Source: an optimization exercise on an open RTL-to-GDS flow (aim: small area, a short achievable clock period and few clock cycles per item). Production flows keep margins and buffers that such runs may drop.
Where RTL was checked, it was by simulation tests only, not by an equivalence proof against the original.
No activity file was given, so power comes from the tool's default toggle rates.

## friction_interp
module friction_interp (
    input  wire        clk,
    input  wire        rst,
    input  wire        start,
    input  wire [31:0] p,
    input  wire [31:0] pos_min,
    input  wire [31:0] span,
    input  wire        rotary,
    output wire        busy,
    output reg         done,
    output wire [31:0] term,
    output wire        mem_req,
    output wire [7:0]  mem_addr,
    input  wire [31:0] mem_rdata
);
    reg         idle, sub, lin, run;
    reg  [5:0]  cnt;           
    reg         divq;          
    reg         modq;          
    reg         alnq;          
    reg         firstq;        
    reg         hornq;         
    reg         qshq;          
    reg         idxq;          
    reg         selq;          
    reg  [31:0] s_reg;         
    reg         rot;
    reg         sgn;           
    reg         ovf;           
    reg  [31:0] rem;           
    reg  [31:0] a;             
    reg  [31:0] m;             
    reg  [47:0] acc;
    reg  [7:0]  addr;
    reg         busy_r;
    assign busy     = busy_r;
    assign mem_req  = busy_r;
    assign mem_addr = addr;
    assign term     = acc[47:16];
    wire        addm  = rem[31];                   
    wire [31:0] x1    = {rem[30:0], a[31]};
    wire [31:0] x2    = s_reg ^ {32{!addm}};
    wire        lo_z  = (x1[7:0] == 8'd0);
    wire        cin   = lin ? lo_z : !addm;
    wire [33:0] y_c   = {1'b0, x1, 1'b1} + {1'b0, x2, cin};
    wire [32:0] y     = y_c[33:1];
    wire        r_neg = x1[31] ^ x2[31] ^ y[32];    
    wire        ge    = !y[31];
    wire        qbit  = ge;
    wire [7:0]  neg_lo = ~x1[7:0] + 8'd1;
    reg  [31:0] s_top;         
    integer k;
    always @(*) begin
        s_top[31] = s_reg[31];
        for (k = 30; k >= 0; k = k - 1) s_top[k] = s_top[k+1] | s_reg[k];
    end
    wire [30:0] r_diff = rem[30:0] ^ {31{sgn}};      
    wire        wide   = |(r_diff & ~s_top[31:1]);
    wire        shr    = alnq & wide;
    wire [32:0] lo    = {1'b0, acc[30:0], a[23]} + {1'b0, m};
  ...
For scale: about 1700 cells after synthesis, about 210 flip-flops, about 180 I/O pins.
==> module friction_interp, before the edit <==
module friction_interp (
    input  wire        clk,
    input  wire        rst,
    input  wire        start,
    input  wire [31:0] p,
    input  wire [31:0] pos_min,
    input  wire [31:0] span,
    input  wire        rotary,
    output wire        busy,
    output reg         done,
    output wire [31:0] term,
    output wire        mem_req,
    output wire [7:0]  mem_addr,
    input  wire [31:0] mem_rdata
);
    reg         idle, sub, lin, run;
    reg  [5:0]  cnt;           
    reg         divq;          
    reg         modq;          
    reg         alnq;          
    reg         firstq;        
    reg         hornq;         
    reg         qshq;          
    reg         idxq;          
    reg         selq;          
    reg  [31:0] s_reg;         
    reg         rot;
    reg         sgn;           
    reg         ovf;           
    reg  [31:0] rem;           
    reg  [31:0] a;             
    reg  [31:0] m;             
    reg  [47:0] acc;
    reg  [7:0]  addr;
    reg         busy_r;
    assign busy     = busy_r;
    assign mem_req  = busy_r;
    assign mem_addr = addr;
    assign term     = acc[47:16];
    wire        addm  = rem[31];                   
    wire [31:0] x1    = {rem[30:0], a[31]};
    wire [31:0] x2    = s_reg ^ {32{!addm}};
    wire        lo_z  = (x1[7:0] == 8'd0);
    wire        cin   = lin ? lo_z : !addm;
    wire [33:0] y_c   = {1'b0, x1, 1'b1} + {1'b0, x2, cin};
    wire [32:0] y     = y_c[33:1];
    wire        r_neg = x1[31] ^ x2[31] ^ y[32];    
    wire        ge    = !y[31];
    wire        qbit  = ge;
    wire [7:0]  neg_lo = ~x1[7:0] + 8'd1;
    reg  [31:0] s_top;         
    integer k;
    always @(*) begin
        s_top[31] = s_reg[31];
        for (k = 30; k >= 0; k = k - 1) s_top[k] = s_top[k+1] | s_reg[k];
    end
    wire [30:0] r_diff = rem[30:0] ^ {31{sgn}};      
    wire        wide   = |(r_diff & ~s_top[31:1]);
    wire        shr    = alnq & wide;
    wire [32:0] lo    = {1'b0, acc[30:0], a[23]} + {1'b0, m};
    wire [15:0] u2    = acc[46:31];
    wire [15:0] u2p   = u2 + 16'd1;
    wire [15:0] u2m   = u2 - 16'd1;
    wire [15:0] hi    = (lo[32] & !m[31]) ? u2p : (!lo[32] & m[31]) ? u2m : u2;
    wire [7:0]  idx   = a[7:0];
    wire [7:0]  inc   = idx + 8'd1;
    wire        lneg  = !rot & sgn;                 
    wire        qfix  = (qbit | ovf) & !lneg;
    wire [7:0]  nxt   = ((!rot && idx == 8'd255) || lneg) ? idx : inc;
    wire [5:0]  cnt_d = cnt - 6'd1;
    wire [5:0]  cnt_n = shr ? cnt + 6'd1 : cnt_d;
    always @(posedge clk) begin
        if (rst) begin
            idle <= 1'b1;
            sub  <= 1'b0;
            lin  <= 1'b0;
            run  <= 1'b0;
            done <= 1'b0;
            divq <= 1'b0;
            busy_r <= 1'b0;
        end else begin
            done <= 1'b0;
            if (idle) begin
                if (start) begin
                    idle <= 1'b0;
                    sub  <= 1'b1;
                    busy_r <= 1'b1;
                end
            end
            if (sub) begin
                sub  <= 1'b0;
                lin  <= !rot;
                run  <= rot;
                divq <= rot;
            end
            if (lin) begin
                lin  <= 1'b0;
                run  <= 1'b1;
                divq <= 1'b1;
            end
            if (run) begin
                divq <= (cnt_d >= 6'd4);
                if (cnt == 6'd1) begin
                    run  <= 1'b0;
                    idle <= 1'b1;
                    done <= 1'b1;
                    busy_r <= 1'b0;
                end
            end
        end
    end
    always @(posedge clk) begin
        if (sub) cnt <= rot ? 6'd28 : 6'd27;
        else if (run) cnt <= cnt_n;
        alnq   <= sub ? rot : (run & alnq & wide);
        modq   <= sub ? rot : (run & rot & ((cnt_d >= 6'd28) | shr));
        qshq   <= sub | lin | (run & (cnt_d >= 6'd20));
        idxq   <= run & (cnt_d == 6'd20);
        selq   <= run & (cnt_d <= 6'd19) & (cnt_d >= 6'd4);
        firstq <= run & (cnt_d == 6'd17);
        hornq  <= run & (cnt_d <= 6'd16) & (cnt_d >= 6'd1);
    end
    always @(posedge clk) begin
        if (idle) begin
            s_reg <= pos_min;
            m     <= span;
            rot   <= rotary;
            a[31] <= p[0];
        end
        if (sub) begin
            sgn   <= r_neg;
            ovf   <= 1'b0;
            a     <= {y[0], 7'd0, !y[0] & !rot, 23'd0};
        end
        if (lin) begin
            ovf   <= !lo[32];                    
            a     <= {neg_lo, 24'd0};
        end
        if (sub | lin)
            s_reg <= (sub & !rot) ? {8'd0, y[31:8]} : {1'b0, m[30:0]};
        if (idle)
            rem <= {1'b0, p[31:1]};
        else if (shr)
            rem <= {rem[31], rem[31:1]};
        else if (sub)
            rem <= {r_neg, y[31:1]};
        else
            rem <= y[31:0];
        if (shr) begin
            a     <= {rem[0], a[31:1]};
        end else if (divq) begin
            if (qshq) a <= {a[30:0], modq ? 1'b0 : qfix};
        end
        if (run) m <= mem_rdata;
        if (idxq)
            addr <= {a[6:0], qfix};
        else if (selq)
            addr <= qbit ? nxt : idx;
        acc <= firstq ? {{16{m[31]}}, m[31:16]} : {hi, lo[31:0]};
        if (sub)
            acc[30:0] <= ~y[31:1];
        if (firstq)
            a[23:8] <= m[15:0];
        else if (hornq)
            a[23:8] <= {a[22:8], 1'b0};
    end
endmodule
clock: 12.0 ns
lec_check: 0
cap_margin: 20
core_margin: 2
core_utilization: 65
cts_cluster_diameter: 100
cts_cluster_size: 24
slew_margin: 20
standard.sh (not shown) runs the stock make flow with config.mk's settings and CLKGATE_MAP_FILE= SYNTH_SCRIPT=/design/flow/synth_recipe.tcl, a recipe that flattens the netlist after the stock synthesis.
==> flow/flow/run.sh <==
#!/bin/bash
set -euo pipefail
bash standard.sh SETUP_SLACK_MARGIN=8.6 \
  'BUFFER_PORTS_ARGS=-buffer_cell sky130_fd_sc_hd__buf_1' finish > make_finish.log 2>&1
Then changed:
--- a/flow/design.v
+++ b/flow/design.v
@@ -64,9 +64,7 @@
     wire [15:0] hi    = (lo[32] & !m[31]) ? u2p : (!lo[32] & m[31]) ? u2m : u2;
     wire [7:0]  idx   = a[7:0];
     wire [7:0]  inc   = idx + 8'd1;
-    wire        lneg  = !rot & sgn;                 
-    wire        qfix  = (qbit | ovf) & !lneg;
-    wire [7:0]  nxt   = ((!rot && idx == 8'd255) || lneg) ? idx : inc;
+    wire [7:0]  nxt   = (!rot && idx == 8'd255) ? 8'd255 : inc;
     wire [5:0]  cnt_d = cnt - 6'd1;
     wire [5:0]  cnt_n = shr ? cnt + 6'd1 : cnt_d;
     always @(posedge clk) begin
@@ -110,7 +108,7 @@
         end
     end
     always @(posedge clk) begin
-        if (sub) cnt <= rot ? 6'd28 : 6'd27;
+        if (sub) cnt <= 6'd28;
         else if (run) cnt <= cnt_n;
         alnq   <= sub ? rot : (run & alnq & wide);
         modq   <= sub ? rot : (run & rot & ((cnt_d >= 6'd28) | shr));
@@ -129,36 +127,32 @@
         end
         if (sub) begin
             sgn   <= r_neg;
-            ovf   <= 1'b0;
-            a     <= {y[0], 7'd0, !y[0] & !rot, 23'd0};
+            ovf   <= !rot & !r_neg & y[31];      
         end
-        if (lin) begin
-            ovf   <= !lo[32];                    
-            a     <= {neg_lo, 24'd0};
+        if (sub | lin) begin
+            a     <= {y[0], (lin ? neg_lo : 8'd0), 23'd0} & {32{!(lin & sgn)}};
+            s_reg <= (sub & !rot) ? {8'd0, y[31:8]} : {1'b0, m[30:0]};
         end
-        if (sub | lin)
-            s_reg <= (sub & !rot) ? {8'd0, y[31:8]} : {1'b0, m[30:0]};
         if (idle)
             rem <= {1'b0, p[31:1]};
         else if (shr)
             rem <= {rem[31], rem[31:1]};
-        else if (sub)
-            rem <= {r_neg, y[31:1]};
+        else if (sub | lin)
+            rem <= {sub & r_neg, y[31:1]} & {32{!(lin & sgn)}};
         else
             rem <= y[31:0];
         if (shr) begin
             a     <= {rem[0], a[31:1]};
         end else if (divq) begin
-            if (qshq) a <= {a[30:0], modq ? 1'b0 : qfix};
+            if (qshq) a <= {a[30:0], modq ? 1'b0 : (qbit | ovf)};
+            if (!rot && cnt == 6'd28) ovf <= ovf | ge;
         end
         if (run) m <= mem_rdata;
         if (idxq)
-            addr <= {a[6:0], qfix};
+            addr <= {a[6:0], qbit | ovf};
         else if (selq)
             addr <= qbit ? nxt : idx;
         acc <= firstq ? {{16{m[31]}}, m[31:16]} : {hi, lo[31:0]};
-        if (sub)
-            acc[30:0] <= ~y[31:1];
         if (firstq)
             a[23:8] <= m[15:0];
         else if (hornq)
- power goes down by about 13%
- register-to-register slack gets better by 0.43 ns
- design area goes down by 4.8%
- die area goes down by about 0.6%
- worst setup slack gets better by 0.43 ns
- sequential share of layout area goes up by 1.0 points
- global-route usage goes down by 2.8 points
- clock skew goes down by 0.012 ns
- worst hold slack barely changes
Testbench counts after the change, summed over its fixed seeds: cycles 124,973, lookups 4,096.
Only the layout flow was run in the first run of this note; the RTL was not checked for function there.

========
Setup of the baseline:
The RTL this note starts from:
==> flow/design.v <==
module friction_interp (
    input  wire        clk,
    input  wire        rst,
    input  wire        start,
    input  wire [31:0] p,
    input  wire [31:0] pos_min,
    input  wire [31:0] span,
    input  wire        rotary,
    output wire        busy,
    output reg         done,
    output wire [31:0] term,
    output wire        mem_req,
    output wire [7:0]  mem_addr,
    input  wire [31:0] mem_rdata
);
    reg         idle, sub, lin, run;
    reg  [5:0]  cnt;           
    reg         divq;          
    reg         modq;          
    reg         firstq;        
    reg         hornq;         
    reg         idxq;          
    reg         selq;          
    reg  [31:0] s_reg;         
    reg         rot;
    reg         sgn;           
    reg         big;           
    reg         ovf;           
    reg  [31:0] rem;           
    reg  [31:0] a;             
    reg  [31:0] m;             
    reg  [47:0] acc;
    reg  [15:0] fr;
    reg  [7:0]  idx;
    reg  [7:0]  addr;
    assign busy     = !idle;
    assign mem_req  = run;
    assign mem_addr = addr;
    assign term     = acc[47:16];
    wire        fill  = rot & sgn;
    wire        bin   = a[31] ^ fill;
    wire        addm  = rem[31];                   
    wire [31:0] x1    = {rem[30:0], bin};
    wire [31:0] x2    = s_reg ^ {32{!addm}};
    wire        lo_z  = ({rem[6:0], a[31]} == 8'd0);
    wire        cin   = lin ? lo_z : !addm;
    wire [32:0] y     = {1'b0, x1} + {1'b0, x2} + {32'd0, cin};
    wire        r_neg = x1[31] ^ x2[31] ^ y[32];    
    wire        ge    = !y[31];
    wire        lneg  = !rot & sgn;
    wire        qbit  = (((ge | ovf) & !lneg) ^ fill);
    wire [7:0]  neg_lo = ~{rem[6:0], a[31]} + 8'd1;
    wire [32:0] lo    = {1'b0, acc[30:0], fr[15]} + {1'b0, m};
    wire [15:0] u2    = acc[46:31];
    wire [15:0] u2p   = u2 + 16'd1;
    wire [15:0] u2m   = u2 - 16'd1;
    wire [15:0] hi    = (lo[32] & !m[31]) ? u2p : (!lo[32] & m[31]) ? u2m : u2;
    wire [7:0]  inc   = idx + 8'd1;
    wire [7:0]  nxt   = (!rot && idx == 8'd255) ? 8'd255 : inc;
    wire [5:0]  cnt_n = cnt - 6'd1;
    always @(posedge clk) begin
        if (rst) begin
            idle <= 1'b1;
            sub  <= 1'b0;
            lin  <= 1'b0;
            run  <= 1'b0;
            done <= 1'b0;
            divq <= 1'b0;
        end else begin
            done <= 1'b0;
            if (idle) begin
                if (start) begin
                    idle <= 1'b0;
                    sub  <= 1'b1;
                end
            end
            if (sub) begin
                sub  <= 1'b0;
                lin  <= !rot;
                run  <= rot;
                divq <= rot;
                cnt  <= 6'd59;
            end
            if (lin) begin
                lin  <= 1'b0;
                run  <= 1'b1;
                divq <= 1'b1;
                cnt  <= 6'd28;
            end
            if (run) begin
                cnt  <= cnt_n;
                divq <= (cnt_n >= 6'd4);
                if (cnt == 6'd1) begin
                    run  <= 1'b0;
                    idle <= 1'b1;
                    done <= 1'b1;
                end
            end
        end
    end
    always @(posedge clk) begin
        modq   <= sub ? rot : (run & rot & (cnt_n >= 6'd28));
        idxq   <= run & (cnt_n == 6'd20);
        selq   <= run & (cnt_n <= 6'd19) & (cnt_n >= 6'd4);
        firstq <= run & (cnt_n == 6'd17);
        hornq  <= run & (cnt_n <= 6'd16) & (cnt_n >= 6'd1);
    end
    always @(posedge clk) begin
        if (idle) begin
            s_reg <= pos_min;
            m     <= span;
            rot   <= rotary;
            rem   <= {1'b0, p[31:1]};
            a[31] <= p[0];
            sgn   <= 1'b0;
        end
        if (sub) begin
            sgn   <= r_neg;
            big   <= y[31];
            ovf   <= 1'b0;
            a     <= {rot ? y[31] : y[0], y[30:0]};
            rem   <= rot ? 32'd0 : {1'b0, y[31:1]};
            s_reg <= rot ? {1'b0, m[30:0]} : {8'd0, y[31:8]};
        end
        if (lin) begin
            rem   <= {1'b0, y[31:1]};
            a     <= {y[0], neg_lo, 23'd0};
            s_reg <= {1'b0, m[30:0]};
            ovf   <= big;
        end
        if (divq) begin
            rem   <= y[31:0];
            a     <= {a[30:0], modq ? 1'b0 : qbit};
            if (!rot && cnt == 6'd28) ovf <= ovf | ge;
        end
        if (run) m <= mem_rdata;
        if (idxq) idx <= {a[6:0], qbit};
        if (idxq)
            addr <= {a[6:0], qbit};
        else if (selq)
            addr <= qbit ? nxt : idx;
        if (firstq) begin
            acc <= {{16{m[31]}}, m[31:16]};
            fr  <= m[15:0];
        end else if (hornq) begin
            acc <= {hi, lo[31:0]};
            fr  <= {fr[14:0], 1'b0};
        end
    end
endmodule
export LEC_CHECK = 0
export CAP_MARGIN = 20
export CORE_MARGIN = 2
export CORE_UTILIZATION = 40
export SLEW_MARGIN = 20
create_clock -name core_clock -period 12.0 [get_ports {clk}]
run.sh (not shown) runs the stock make flow with config.mk's settings and CLKGATE_MAP_FILE= SYNTH_SCRIPT=/design/flow/synth_recipe.tcl, a recipe that flattens the netlist after the stock synthesis.
Stock flow here: none of the scripts above is used.
The baseline completed every stage of the flow, and the final layout passed the timing, DRC and antenna checks.
Here is what was changed in the inputs of the candidate compared with the baseline.
--- a/flow/design.v
+++ b/flow/design.v
@@ -16,8 +16,9 @@
     reg         idle, sub, lin, run;
     reg  [5:0]  cnt;           
     reg         divq;          
     reg         modq;          
+    reg         alnq;          
     reg         firstq;        
     reg         hornq;         
     reg         idxq;          
     reg         selq;          
@@ -36,29 +37,37 @@
     assign busy     = !idle;
     assign mem_req  = run;
     assign mem_addr = addr;
     assign term     = acc[47:16];
-    wire        fill  = rot & sgn;
-    wire        bin   = a[31] ^ fill;
     wire        addm  = rem[31];                   
-    wire [31:0] x1    = {rem[30:0], bin};
+    wire [31:0] x1    = {rem[30:0], a[31]};
     wire [31:0] x2    = s_reg ^ {32{!addm}};
-    wire        lo_z  = ({rem[6:0], a[31]} == 8'd0);
+    wire        lo_z  = (x1[7:0] == 8'd0);
     wire        cin   = lin ? lo_z : !addm;
     wire [32:0] y     = {1'b0, x1} + {1'b0, x2} + {32'd0, cin};
     wire        r_neg = x1[31] ^ x2[31] ^ y[32];    
     wire        ge    = !y[31];
-    wire        lneg  = !rot & sgn;
-    wire        qbit  = (((ge | ovf) & !lneg) ^ fill);
-    wire [7:0]  neg_lo = ~{rem[6:0], a[31]} + 8'd1;
+    wire        qbit  = ge;
+    wire [7:0]  neg_lo = ~x1[7:0] + 8'd1;
+    reg  [31:0] s_top;         
+    integer k;
+    always @(*) begin
+        s_top[31] = s_reg[31];
+        for (k = 30; k >= 0; k = k - 1) s_top[k] = s_top[k+1] | s_reg[k];
+    end
+    wire [30:0] r_diff = rem[30:0] ^ {31{rem[31]}};
+    wire        wide   = |(r_diff & ~s_top[31:1]);
+    wire        shr    = alnq & wide;
     wire [32:0] lo    = {1'b0, acc[30:0], fr[15]} + {1'b0, m};
     wire [15:0] u2    = acc[46:31];
     wire [15:0] u2p   = u2 + 16'd1;
     wire [15:0] u2m   = u2 - 16'd1;
     wire [15:0] hi    = (lo[32] & !m[31]) ? u2p : (!lo[32] & m[31]) ? u2m : u2;
     wire [7:0]  inc   = idx + 8'd1;
     wire [7:0]  nxt   = (!rot && idx == 8'd255) ? 8'd255 : inc;
-    wire [5:0]  cnt_n = cnt - 6'd1;
+    wire [7:0]  addr1 = idxq ? ({a[6:0], 1'b1} | {8{ovf}}) : nxt;
+    wire [7:0]  addr0 = idxq ? ({a[6:0], 1'b0} | {8{ovf}}) : idx;
+    wire [5:0]  cnt_n = shr ? cnt + 6'd1 : cnt - 6'd1;
     always @(posedge clk) begin
         if (rst) begin
             idle <= 1'b1;
             sub  <= 1'b0;
@@ -78,18 +87,15 @@
                 sub  <= 1'b0;
                 lin  <= !rot;
                 run  <= rot;
                 divq <= rot;
-                cnt  <= 6'd59;
             end
             if (lin) begin
                 lin  <= 1'b0;
                 run  <= 1'b1;
                 divq <= 1'b1;
-                cnt  <= 6'd28;
             end
             if (run) begin
-                cnt  <= cnt_n;
                 divq <= (cnt_n >= 6'd4);
                 if (cnt == 6'd1) begin
                     run  <= 1'b0;
                     idle <= 1'b1;
@@ -98,8 +104,11 @@
             end
         end
     end
     always @(posedge clk) begin
+        if (sub) cnt <= 6'd28;
+        else if (run) cnt <= cnt_n;
+        alnq   <= sub ? rot : (alnq & wide);
         modq   <= sub ? rot : (run & rot & (cnt_n >= 6'd28));
         idxq   <= run & (cnt_n == 6'd20);
         selq   <= run & (cnt_n <= 6'd19) & (cnt_n >= 6'd4);
         firstq <= run & (cnt_n == 6'd17);
@@ -111,35 +120,35 @@
             m     <= span;
             rot   <= rotary;
             rem   <= {1'b0, p[31:1]};
             a[31] <= p[0];
-            sgn   <= 1'b0;
         end
         if (sub) begin
             sgn   <= r_neg;
-            big   <= y[31];
+            big   <= y[31] & !r_neg;
             ovf   <= 1'b0;
-            a     <= {rot ? y[31] : y[0], y[30:0]};
-            rem   <= rot ? 32'd0 : {1'b0, y[31:1]};
+            rem   <= {r_neg, y[31:1]};
+            a     <= {y[0], 31'd0};
             s_reg <= rot ? {1'b0, m[30:0]} : {8'd0, y[31:8]};
         end
         if (lin) begin
-            rem   <= {1'b0, y[31:1]};
-            a     <= {y[0], neg_lo, 23'd0};
+            rem   <= sgn ? 32'd0 : {1'b0, y[31:1]};
+            a     <= sgn ? 32'd0 : {y[0], neg_lo, 23'd0};
             s_reg <= {1'b0, m[30:0]};
             ovf   <= big;
         end
-        if (divq) begin
+        if (shr) begin
+            rem   <= {rem[31], rem[31:1]};
+            a     <= {rem[0], a[31:1]};
+        end else if (divq) begin
             rem   <= y[31:0];
             a     <= {a[30:0], modq ? 1'b0 : qbit};
             if (!rot && cnt == 6'd28) ovf <= ovf | ge;
         end
         if (run) m <= mem_rdata;
-        if (idxq) idx <= {a[6:0], qbit};
-        if (idxq)
-            addr <= {a[6:0], qbit};
-        else if (selq)
-            addr <= qbit ? nxt : idx;
+        if (idxq) idx <= {a[6:0], qbit} | {8{ovf}};
+        if (idxq | selq)
+            addr <= qbit ? addr1 : addr0;
         if (firstq) begin
             acc <= {{16{m[31]}}, m[31:16]};
             fr  <= m[15:0];
         end else if (hornq) begin
Global routing usage on met1 (higher): the candidate. Lower largest net degree at the start of global routing among the candidate and the baseline: the baseline. Delta (the candidate minus the baseline): average size of a mapped cell now sits lower, total wire length now sits higher, internal power of the cells now sits higher, number of library cell types mapped by synthesis now sits higher. Number of standard-cell rows in the floorplan on the candidate is up relative to the baseline. [compare] base=the baseline new=the candidate: net load switching power rose 37%; filler-free cell count of the finished design rose 318.
No run of this note included a check of the RTL's function; only the layout flow was run.

## re-timing with driven ports
The flow's constraints put no driver on any port. The routed layouts listed below were extracted and timed again, unchanged, in two steps.
Step 1 sets driving cells, clkbuf_16 on the clock port and buf_2 on the other inputs (assumed; they add their load-dependent delay and slew).
Step 2 times the ports against the registers' clock, not the clock port: input delays grow and output delays shrink by t, the midpoint of the rising clock arrivals with the driver on.
Slacks: ideal / step 1 / step 2; pairs: ideal / step 1.
run | t (ns) | setup WS [ns] | worst data-port slew with drivers (ns)
the first run of note 1 | 0.546 | 8.107 / 8.107 / 8.107 | 0.05
the second run of note 1 | 0.526 | 8.538 / 8.538 / 8.538 | 0.05
the baseline | 0.609 | 7.129 / 7.129 / 7.129 | 0.05
the candidate | 0.604 | 6.863 / 6.863 / 6.863 | 0.10
After both steps setup and hold are still met in every run listed.
